This is an optimization exercise on Yosys and OpenROAD, whose aim is small area, a short achievable clock period and few clock cycles per item, not a production implementation. The RTL was checked by simulation tests, not by an equivalence proof against the original design.

[design/flow/run.sh]
#!/bin/bash
# synth_recipe.tcl (not shown) runs the flow's synth.tcl, then flattens the netlist and writes it again
# the make line also repeats each setting of config.mk as NAME=value (left out here)
make -C /OpenROAD-flow-scripts/flow DESIGN_CONFIG=/design/flow/config.mk WORK_HOME=/design/flow/orfs CLKGATE_MAP_FILE= SYNTH_SCRIPT=/design/flow/synth_recipe.tcl finish
[design/flow/config.mk]
export PLATFORM = sky130hd
export DESIGN_NAME = zx36_mac
export DESIGN_NICKNAME = zx36_mac
export VERILOG_FILES = /design/flow/design.v
export SDC_FILE = /design/flow/constraint.sdc
export NUM_CORES = 4
export LEC_CHECK = 0
export CAP_MARGIN = 20
export CORE_MARGIN = 2
export CORE_UTILIZATION = 40
export PLACE_DENSITY = 0.6
export SLEW_MARGIN = 20
[design/flow/constraint.sdc]
create_clock -name core_clock -period 15.0 [get_ports {clk}]
set_input_delay 3.0000 -clock core_clock [delete_from_list [all_inputs] [get_ports {clk}]]
set_output_delay 3.0000 -clock core_clock [all_outputs]
set_load 0.01 [all_outputs]
[design/flow/design.v]
module zx36_mac (
    input  wire        clk,
    input  wire        rst,
    input  wire        in_valid,
    output wire        in_ready,
    input  wire [3:0]  in_fn,
    input  wire [1:0]  in_an,
    input  wire [1:0]  in_m,
    input  wire [35:0] in_a,
    input  wire [35:0] in_b,
    input  wire [3:0]  in_flags,
    input  wire        in_sat,
    output reg         out_valid,
    output reg  [35:0] out_word,
    output reg  [3:0]  out_flags,
    output reg         out_wr,
    output reg         out_ill
);
    localparam FZ = 0, FN = 1, FV = 3;
    localparam MAC = 4'd0, MSU = 4'd1, MPY = 4'd2, MACU = 4'd3;
    localparam CLRA = 4'd4, ADDA = 4'd5, EXQ = 4'd6, EXW = 4'd7;
    localparam RDP = 4'd8, WRP = 4'd9;
    localparam [35:0] MIN36 = 36'h800000000;
    localparam [35:0] MAX36 = 36'h7FFFFFFFF;
    reg [79:0] acc [0:3];
    reg        busy;
    reg [3:0]  op_fn;
    reg [1:0]  op_an;
    reg [1:0]  op_m;
    reg [35:0] op_a;
    reg [35:0] op_b;
    reg [3:0]  op_flags;
    reg        op_sat;
    assign in_ready = !busy;
    wire accept = in_valid && in_ready;
    wire [79:0] an = acc[op_an];
    wire [79:0] am = acc[op_m];
    wire        mul_signed = (op_fn != MACU);
    wire signed [36:0] mul_x = {mul_signed & op_a[35], op_a};
    wire signed [36:0] mul_y = {mul_signed & op_b[35], op_b};
    wire signed [73:0] mul_p = mul_x * mul_y;
    wire [80:0] prod = {{7{mul_p[73]}}, mul_p};             
    wire [80:0] an_x = {an[79], an};
    wire [80:0] am_x = {am[79], am};
    reg  [80:0] sum;                                        
    always @* begin
        case (op_fn)
            MAC, MACU: sum = an_x + prod;
            MSU:       sum = an_x - prod;
            MPY:       sum = prod;
            default:   sum = an_x + am_x;                   
        endcase
    end
    wire sum_v = (sum[80] != sum[79]);
    wire [44:0] exq_t  = an[79:35];
    wire        exq_up = an[34] && ((|an[33:0]) || exq_t[0]);
    wire [45:0] exq_r  = {exq_t[44], exq_t} + {45'd0, exq_up};
    wire        exq_v  = !((&exq_r[45:35]) || !(|exq_r[45:35]));
    wire [35:0] exq_w  = exq_v ? (op_sat ? (exq_r[45] ? MIN36 : MAX36) : exq_r[35:0])
                               : exq_r[35:0];
    wire        exw_v  = !((&an[79:35]) || !(|an[79:35]));
    reg [35:0] res_word;
    reg [3:0]  res_flags;
    reg        res_wr;
    reg        res_ill;
    reg        acc_we;
    reg [79:0] acc_new;
    always @* begin
        res_word  = 36'd0;
        res_flags = op_flags;
        res_wr    = 1'b0;
        res_ill   = 1'b0;
        acc_we    = 1'b0;
        acc_new   = an;
        case (op_fn)
            MAC, MSU, MPY, MACU, ADDA: begin
                acc_we  = 1'b1;
                acc_new = sum[79:0];
                res_flags[FZ] = (sum[79:0] == 80'd0);
                res_flags[FN] = sum[79];
                res_flags[FV] = sum_v;
            end
            CLRA: begin
                acc_we  = 1'b1;
                acc_new = 80'd0;
            end
            EXQ: begin
                res_wr   = 1'b1;
                res_word = exq_w;
                res_flags[FZ] = (exq_w == 36'd0);
                res_flags[FN] = exq_w[35];
                res_flags[FV] = exq_v;
            end
            EXW: begin
                res_wr   = 1'b1;
                res_word = an[35:0];
                res_flags[FZ] = (an[35:0] == 36'd0);
                res_flags[FN] = an[35];
                res_flags[FV] = exw_v;
            end
            RDP: begin
                case (op_m)
                    2'd0: begin res_wr = 1'b1; res_word = an[35:0]; end
                    2'd1: begin res_wr = 1'b1; res_word = an[71:36]; end
                    2'd2: begin res_wr = 1'b1; res_word = {{28{an[79]}}, an[79:72]}; end
                    default: res_ill = 1'b1;
                endcase
            end
            WRP: begin
                case (op_m)
                    2'd0: begin acc_we = 1'b1; acc_new = {an[79:36], op_a}; end
                    2'd1: begin acc_we = 1'b1; acc_new = {an[79:72], op_a, an[35:0]}; end
                    2'd2: begin acc_we = 1'b1; acc_new = {op_a[7:0], an[71:0]}; end
                    default: res_ill = 1'b1;
                endcase
            end
            default: res_ill = 1'b1;
        endcase
    end
    integer i;
    always @(posedge clk) begin
        if (rst) begin
            busy      <= 1'b0;
            out_valid <= 1'b0;
            for (i = 0; i < 4; i = i + 1)
                acc[i] <= 80'd0;
        end else begin
            out_valid <= 1'b0;
            if (accept) begin
                busy     <= 1'b1;
                op_fn    <= in_fn;
                op_an    <= in_an;
                op_m     <= in_m;
                op_a     <= in_a;
                op_b     <= in_b;
                op_flags <= in_flags;
                op_sat   <= in_sat;
            end else if (busy) begin
                busy       <= 1'b0;
                out_valid  <= 1'b1;
                out_word   <= res_word;
                out_flags  <= res_flags;
                out_wr     <= res_wr;
                out_ill    <= res_ill;
                if (acc_we)
                    acc[op_an] <= acc_new;
            end
        end
    end
endmodule
==> results.txt <==
Status
The run finished with no timing, DRC or antenna violations.

Timing
The accumulated negative setup slack is 0 ns. The final critical-path required period is 14.36 ns. The final-report hold violation count is 0. The clock tree skew after final layout is 0.03406 ns. For the pin with the worst max-slew slack, the measured transition is 1.225 ns. The headroom to the max-slew limit is 18.05%.

The peak clock frequency supported by timing is 0.06964 GHz. Setup repair after global routing left no endpoint under its margin. The number of max-slew violations in the final report is 0. Setup violations remaining at the end of the flow were counted as 0. The portion of the clock cycle consumed by the worst path in the final layout is 95.73%.

Clock tree
Counting along the longest clock path gives a buffer depth of 3. The tree built by TritonCTS fans out to 453 sinks. At the later pin of the worst-skew pair, clock insertion delay measures 0.73 ns.

The total number of H-tree levels is 2. The number of hold-repair buffers added at the cts stage is 0. The TritonCTS clock tree is yes. Clock-pin slew was measured on the worst setup and hold paths at 0.06 ns. In this run, CTS created clock tree buffers numbering 56. The root buffer selected by CTS is clkbuf_16.

Synthesis
The mapped netlist covers 82320 um2. The synthesized design devotes to its leading area cell type 35.41% of total area. The synthesis warning total is 1.

Of the synthesized area, sequential elements account for 16.45%. The most used flip-flop cell after synthesis is edfxtp_1. Yosys attributes the largest share of cell area to fa_1 (35%), edfxtp_1 (16%), nand2_1 (6.5%), inv_1 (6.3%), ha_1 (4.8%). The number of flops mapped to enable cells by yosys is 447.

The post-synthesis cell count is 8888. The synthesized flop and latch total is 453. Synthesis produced a netlist with a net count of 10750. The post-synthesis area per instance is 9.262 um2.

The share of synthesized flip-flops with an asynchronous set or reset is 0%. Summed over all instances, the cell type with the most area after synthesis is fa_1. Yosys mapped the design onto 107 distinct sky130hd cell types.

Min path
The cell depth of the worst hold path is 0. The min-delay analysis places its worst path in the category reg -> reg. The worst hold path terminates at out_flags[2].

The startpoint identified for the worst hold timing path is op_flags[2].

Setup path
Counting cells, the worst reg-to-reg path comes to 44. The kind of end point of the critical path is a flop. The cell with the largest stage delay on the worst path is edfxtp_1.

The maximum fanout along the worst path is 32. STA puts the critical path data required time at 15.55 ns. The largest single stage delay on the critical path is 0.94 ns. For the worst setup path, the data arrival time is 14.91 ns. The critical path in this run is classified as reg -> reg.

In this run the critical register-to-register path is captured at out_flags[0]. For flop-to-flop paths, the worst setup slack is 0.64 ns. In this run the critical register-to-register path is launched from op_a[17]. The startpoint type of the worst setup path is a flop. By instance count, the cell type seen most on the critical path is fa_1.

Global route
Entering global routing, the biggest net connects 82 pins. The via count of the first global-routing pass is 69930. Global routing used 29.39% of the available tracks across all layers. The number of antenna violations at the first check in global routing is 25.

The overflow left after global routing is 0. The global-route wire length before repair is 459300 um.

Routing
For this block, the routed nets add up to 306400 um of wire. The number of vias after detailed routing is 66570. The average routed wire per standard cell is 26.57 um. In this run, the number of DRC markers left after iteration 0 of detailed routing was 6592.

The detail-routed via count per cell is 5.771. The number of search-and-repair iterations in the first detailed-routing pass is 9. After detailed routing, the number of remaining DRC violations is 0. In this run the remaining antenna-violating nets after routing total 0.

Place
The post-DP HPWL is 247200 um. The number of buffer cells added on primary ports is 131. The final weighted congestion of routability-driven global placement is 1.021.

Die
Measured along the x axis, the die boundary spans 457.7 um. For this design the top-level I/O count stands at 132. The height of the die is 457.7 um. The die covers 209400 um2.

The total number of placement rows is 166. The initial utilization of the core area, before any placement, comes to 40.24%. The total core area is 204600 um2.

Layout
The count of nets after finishing is 10640. The post-synthesis to final-layout area growth is 8.337%. The number of inserted filler cells in the final layout is 19660. In the final layout, the share of cells above drive strength 1 is 7.426%.

Run
Max-cap violations in this run came to 0.
stage by stage:
step / utilization, % / hold WS [ns] / setup WS (ns) / cells / cell area (um2)
2_1_floorplan: - / 0.4003 / 2.685 / 8888 / 82320
3_3_place_gp: 42.53 / 0.4101 / 0.4868 / 11400 / 87010
3_5_place_dp: 42.57 / 0.4268 / 0.2699 / 11400 / 87100
4_1_cts: 43.48 / 0.4320 / 0.2078 / 11500 / 88950
5_1_grt: 43.59 / 0.4456 / 0.04186 / 11530 / 89170
6_report: 43.59 / 0.4273 / 0.6407 / 11530 / 89180
Yosys cell counts, drive strengths merged (77+ instances only):
library cell,n
fa,1456
nand2,1427
inv,1392
nor2,604
clkbuf,506
edfxtp,447
a21oi,355
and2,348
o21ai,314
ha,313
xnor2,200
mux4,159
xor2,115
mux2i,92
nor3,90
nand4,82
nand3,80
buf,77
logic make-up (layout without fill, tap and decap cells):
logic type | Yosys count | count (layout) | share of synthesized area [%]
flops | 453 | 453 | 16.45
other cells | 0 | 12 | 0
buf+inv | 1976 | 1922 | 9.127
fa+ha+maj | 1769 | 1769 | 40.17
mux | 262 | 262 | 5.624
simple gates | 2943 | 2943 | 16.34
xor+xnor | 315 | 315 | 3.351
compound gates | 1170 | 1170 | 8.943
cell usage in the layout, fill, tap and decap left out, types with 25 or more instances in the layout:
| cell type | netlist | routed |
|---|---|---|
| a21oi_1 | 355 | 353 |
| nand2_1 | 1425 | 1421 |
| o21bai_1 | 37 | 36 |
| xor2_1 | 115 | 114 |
| clkbuf_16 | 0 | 56 |
| or3_1 | 37 | 36 |
| buf_4 | 3 | 277 |
| edfxtp_1 | 447 | 447 |
| xnor2_1 | 200 | 199 |
| o21ai_0 | 297 | 295 |
| o211ai_1 | 67 | 67 |
| and4_1 | 25 | 25 |
| nand2b_1 | 32 | 28 |
| inv_1 | 1392 | 1392 |
| mux4_2 | 158 | 158 |
| a31oi_1 | 37 | 36 |
| and2_1 | 347 | 346 |
| mux2i_1 | 92 | 92 |
| nor3_1 | 87 | 86 |
| nand3_1 | 80 | 80 |
| and3_1 | 40 | 40 |
| ha_1 | 313 | 313 |
| clkdlybuf4s50_1 | 0 | 131 |
| fa_1 | 1456 | 1456 |
| nand4_1 | 81 | 81 |
| or2_2 | 31 | 29 |
| a21o_1 | 65 | 64 |
| nor2_1 | 602 | 597 |
| nor4_1 | 46 | 46 |
| a211oi_1 | 27 | 27 |
| o21a_1 | 49 | 48 |
registers in the layout, indices dropped and copies added, names as in the netlist, named ones only:
| register | flops |
|---|---|
| out_word | 36 |
| op_flags | 4 |
| op_b | 36 |
| out_valid | 1 |
| out_wr | 1 |
| op_an | 2 |
| op_a | 36 |
| op_fn | 4 |
| out_ill | 1 |
| out_flags | 4 |
| op_m | 2 |
| busy | 1 |
| op_sat | 1 |
| acc | 320 |
per-layer routing:
layer / GRT usage (%) / vias to the layer above / part of all wire, %
met5: 0 / - / 0.039
met4: 13.57 / 18 / 5.5
met3: 4.771 / 639 / 8.0
met2: 46.79 / 3003 / 46
met1: 39.35 / 34560 / 41
li1: - / 28350 / -
critical path, delay by kind of cell, from the launching register on:
family / cells / cell delay [ns]
xor gates and xnor gates: 2 / 0.34
DFF: 1 / 0.94
adders and majority gates: 10 / 4.95
buffers and inverters: 8 / 0.96
muxes: 1 / 0.24
AOI/OAI and AO/OA: 13 / 3.46
and+or+nand+nor: 10 / 3.22
timing repair:
item | 4_1_cts | 5_1_grt
buffers inserted | 0 | 16
resized for setup | 0 | 3
setup endpoints to repair | 0 | 4
how the worst max path moves through the flow:
stage / startpoint / to / slack (ns) / cells past startpoint
2_1_floorplan: op_fn[3] / out_flags[3] / 2.68 / 42
5_1_grt: op_fn[3] / out_flags[0] / 0.04 / 39
4_1_cts: op_a[28] / out_flags[0] / 0.21 / 40
3_5_place_dp: op_a[28] / out_flags[0] / 0.27 / 40
3_3_place_gp: op_a[28] / out_flags[0] / 0.49 / 40
6_report: op_a[17] / out_flags[0] / 0.64 / 44
final cells by class:
| type | instances | area (um2) | area share, % |
|---|---|---|---|
| clock inverter | 37 | 405.4 | 0.4546 |
| antenna | 12 | 30.03 | 0.03367 |
| tap | 2688 | 3363 | 3.771 |
| inverter | 1393 | 5229 | 5.863 |
| timing repair buffer | 424 | 3684 | 4.130 |
| sequential | 453 | 13560 | 15.20 |
| clock buffer | 68 | 1446 | 1.622 |
| multi-input combinational | 6459 | 61470 | 68.92 |
Testbench counts, summed over its fixed seeds: cycles 48,000, items 24,000.

-- what the ideal ports hide --
No port has a modelled driver above. Below, the same layout with a new extraction and two added sets of constraints. Step 1 (the two cells are an assumption about what drives the block):
set clk [get_ports {clk}]
set_driving_cell -lib_cell sky130_fd_sc_hd__clkbuf_16 $clk
set_driving_cell -lib_cell sky130_fd_sc_hd__buf_2 [delete_from_list [all_inputs] $clk]
Step 2 also shifts input and output timing later by t, the mid clock arrival at the registers, as if the neighbouring blocks saw the same clock. a / b / c = ideal / step 1 / step 2; a / b = the first two.
t (ns): 0.809
setup WS [ns]: 0.641 / 0.641 / 0.641
worst setup path at the end: register to register
latest minus earliest clock arrival (ns): 0.034 / 0.034
After both steps this run still meets setup and hold. For this run, drivers alone change the setup slack by 0.000 ns; drivers and shift together by 0.000 ns.
